From an optimization exercise on the open Yosys and OpenROAD flow, aimed at small area and a short achievable clock period; shortcuts taken in it are not production practice.

Design tim_domains, start of the top module:
module tim_domains (
    input  wire        clk,
    input  wire        rst,             
    input  wire        cmd_valid,
    input  wire [2:0]  cmd_op,
    input  wire        cmd_dom,
    input  wire [77:0] cmd_data,
    input  wire        rd_dom,
    output wire [47:0] rd_sec,
    output wire [29:0] rd_ns,
    output wire [31:0] rd_frac,
    output wire [31:0] rd_rate,
    output wire        rd_valid,
    output wire        rd_holdover,
    output wire        rd_slewing,
    output wire [23:0] rd_slew_left,    
    output wire [31:0] rd_steps,
    output wire [31:0] rd_jumps_refused,
    output wire [31:0] rd_hold_refused
);
Size in the first run: about 7300 cells after synthesis, ~350 I/O pins.
clock: 45.0 ns
lec_check: 0
cap_margin: 70
core_margin: 2
core_utilization: 40
slew_margin: 70
run.sh (not shown) runs the stock make flow with config.mk's settings and CLKGATE_MAP_FILE= SYNTH_SCRIPT=/design/flow/synth_recipe.tcl, a recipe that flattens the netlist after the stock synthesis.
Next try:
--- a/flow/design.v
+++ b/flow/design.v
@@ -16,24 +16,25 @@
     input  wire        w_hold,
     input  wire        x_hold,
     input  wire        w_pend,
     input  wire        x_pend_set,
     input  wire [77:0] x_pend_data,
     input  wire        w_thr,
     input  wire [26:0] x_thr,
     input  wire        w_sstep,
     input  wire [22:0] x_sstep,
     input  wire        w_steps,
     input  wire        w_href,
+    input  wire [31:0] x_cnt_a,       
     input  wire        w_jref,
-    input  wire [31:0] x_cnt,
+    input  wire [31:0] x_cnt_b,       
     output reg  [47:0] sec,
     output reg  [29:0] ns,
     output reg  [31:0] frac,
     output reg  [24:0] rate,          
     output reg         valid,
     output reg         hold,
     output reg  [61:0] slew,
     output reg  [31:0] steps,
     output reg  [31:0] jumps_refused,
     output reg  [31:0] hold_refused,
     output reg  [26:0] thr125,        
@@ -138,25 +139,25 @@
             ns  <= x_ns;
         end else begin
             sec <= sec_up;
             ns  <= adv_ns;
         end
         frac        <= w_load ? 32'd0 : w_pstep ? p2_frac : adv_frac;
         slew[61:32] <= w_slew ? x_slew_hi : slew_a[61:32];
         slew[31:0]  <= w_slew_lo0 ? 32'd0 : slew_a[31:0];
         if (w_rate)  rate          <= x_rate;
         if (w_valid) valid         <= x_valid;
         if (w_hold)  hold          <= x_hold;
-        if (w_steps) steps         <= x_cnt;
-        if (w_href)  hold_refused  <= x_cnt;
-        if (w_jref)  jumps_refused <= x_cnt;
+        if (w_steps) steps         <= x_cnt_a;
+        if (w_href)  hold_refused  <= x_cnt_a;
+        if (w_jref)  jumps_refused <= x_cnt_b;
         if (w_thr)   thr125        <= x_thr;
         if (w_sstep) sstep         <= x_sstep;
     end
     always @(posedge clk) begin
         if (w_pend && !rst) begin
             pend_set  <= x_pend_set;
             pend_data <= x_pend_data;
         end
     end
 endmodule
 module td_add #(
@@ -263,23 +264,23 @@
     wire        w_time, w_load, w_pstep, w_slew, w_rate, w_valid, w_hold, w_pend;
     wire        w_thr, w_sstep, w_steps, w_jref, w_href;
     wire [47:0] x_sec;
     wire [29:0] x_ns;
     wire        x_slew_zero;
     wire [29:0] x_slew_hi;
     wire        x_valid;
     wire [24:0] x_rate;
     wire        x_hold;
     wire [26:0] x_thr;
     wire [22:0] x_sstep;
-    wire [31:0] x_cnt;
+    wire [31:0] x_cnt_a, x_cnt_b;
     genvar d;
     generate
         for (d = 0; d < 2; d = d + 1) begin : dom
             wire hit = cmd_valid && (cmd_dom == d);
             tim_domain u_dom (
                 .clk           (clk),
                 .rst           (rst),
                 .w_time        (rst || (hit && w_time)),
                 .x_sec         (x_sec),
                 .x_ns          (x_ns),
                 .w_load        (rst || (hit && w_load)),
@@ -294,24 +295,25 @@
                 .w_hold        (rst || (hit && w_hold)),
                 .x_hold        (x_hold),
                 .w_pend        (hit && w_pend),
                 .x_pend_set    (cmd_op == OP_SET),
                 .x_pend_data   (cmd_data),
                 .w_thr         (rst || (hit && w_thr)),
                 .x_thr         (x_thr),
                 .w_sstep       (rst || (hit && w_sstep)),
                 .x_sstep       (x_sstep),
                 .w_steps       (rst || (hit && w_steps)),
                 .w_href        (rst || (hit && w_href)),
+                .x_cnt_a       (x_cnt_a),
                 .w_jref        (rst || (hit && w_jref)),
-                .x_cnt         (x_cnt),
+                .x_cnt_b       (x_cnt_b),
                 .sec           (sec[d]),
                 .ns            (ns[d]),
                 .frac          (frac[d]),
                 .rate          (rate[d]),
                 .valid         (valid[d]),
                 .hold          (hold[d]),
                 .slew          (slew[d]),
                 .steps         (steps[d]),
                 .jumps_refused (jref[d]),
                 .hold_refused  (href[d]),
                 .thr125        (thr[d]),
@@ -482,27 +484,30 @@
     wire [19:0] thr_in  = (cmd_data[19:0] == 20'd0) ? 20'd1 : cmd_data[19:0];
     assign w_thr   = is_thr;
     wire [26:0] thr125 = {thr_in, 7'd0} - {5'd0, thr_in, 2'd0} + {7'd0, thr_in};     
     assign x_thr   = ({27{!rst}} & thr125) | ({27{rst}} & 27'd125000);             
     wire [11:0] ppm_in  = cmd_data[11:0];
     wire [9:0]  ppm_eff = (ppm_in == 12'd0) ? 10'd1 : (ppm_in > 12'd1000) ? 10'd1000 : ppm_in[9:0];
     assign w_sstep = is_slew;
     wire [22:0] sstep_in = ppm_eff * 23'd4295;
     assign x_sstep = ({23{!rst}} & sstep_in) | ({23{rst}} & 23'd859000);           
     wire inc_href  = hold_c && (is_rate || (is_jump && valid_c));
     wire inc_steps = load0 || forcing || (jump_ok && stepcase);
-    wire [31:0] cnt = jump_ref ? jref[c] : (hold_c && !is_force) ? href[c] : steps[c];
-    wire [31:0] cnt_inc;
-    wire        cnt_full;
-    td_add #(.W(32), .ARCH(1)) u_cnt (.a(cnt), .b(32'd0), .ci(1'b1), .s(cnt_inc), .co(cnt_full));
-    assign x_cnt   = {32{!rst}} & (cnt_full ? cnt : cnt_inc);      
+    wire [31:0] cnt_a = (hold_c && !is_force) ? href[c] : steps[c];
+    wire [31:0] cnt_b = jref[c];
+    wire [31:0] inc_a, inc_b;
+    wire        full_a, full_b;
+    td_add #(.W(32), .ARCH(1)) u_cnta (.a(cnt_a), .b(32'd0), .ci(1'b1), .s(inc_a), .co(full_a));
+    td_add #(.W(32), .ARCH(1)) u_cntb (.a(cnt_b), .b(32'd0), .ci(1'b1), .s(inc_b), .co(full_b));
+    assign x_cnt_a = {32{!rst}} & (full_a ? cnt_a : inc_a);
+    assign x_cnt_b = {32{!rst}} & (full_b ? cnt_b : inc_b);
     assign w_steps = inc_steps;
     assign w_jref  = jump_ref;
     assign w_href  = inc_href;
     assign rd_sec           = sec[rd_dom];
     assign rd_ns            = ns[rd_dom];
     assign rd_frac          = frac[rd_dom];
     assign rd_rate          = {{7{rate[rd_dom][24]}}, rate[rd_dom]};
     assign rd_valid         = valid[rd_dom];
     assign rd_holdover      = hold[rd_dom];
     assign rd_slewing       = snz[rd_dom];
     assign rd_slew_left     = sceil[rd_dom];
=> Final area rose by 0.63%. Core utilization rose by 0.24 points. Clock-buffer cell count rose by 6. Final cell count rose by 0.92%. Worst setup slack improved by 1000 ps. Register-to-register slack barely changes. Wire length rose by 2.1%. Synthesized area hardly moves. Critical path depth rose by 1. Non-clock buffer count rose by 6.
No functional check of the RTL was part of any run of this note.

-- afterwards: timing with drivers on the ports --
No port has a modelled driver above. Below, the same layouts with a new extraction and two added sets of constraints.
Step 1 sets driving cells, clkbuf_16 on the clock port and buf_2 on the other inputs (assumed; they add their load-dependent delay and slew).
Step 2, shift: input delay + t, output delay - t, t = (earliest + latest rising clock arrival at the registers) / 2. This alone moves slack from input paths to output paths.
Slacks: ideal / step 1 / step 2; pairs: ideal / step 1.
run	shift t [ns]	setup WS [ns]	clock arrival spread, ns
the first run	0.834	23.628 / 23.667 / 22.833	0.061 / 0.061
the second run	0.846	24.631 / 24.630 / 23.797	0.037 / 0.038
After both steps every run listed still meets setup and hold. For the second run, which loses most, drivers alone change the setup slack by -0.001 ns; drivers and shift together by -0.834 ns.
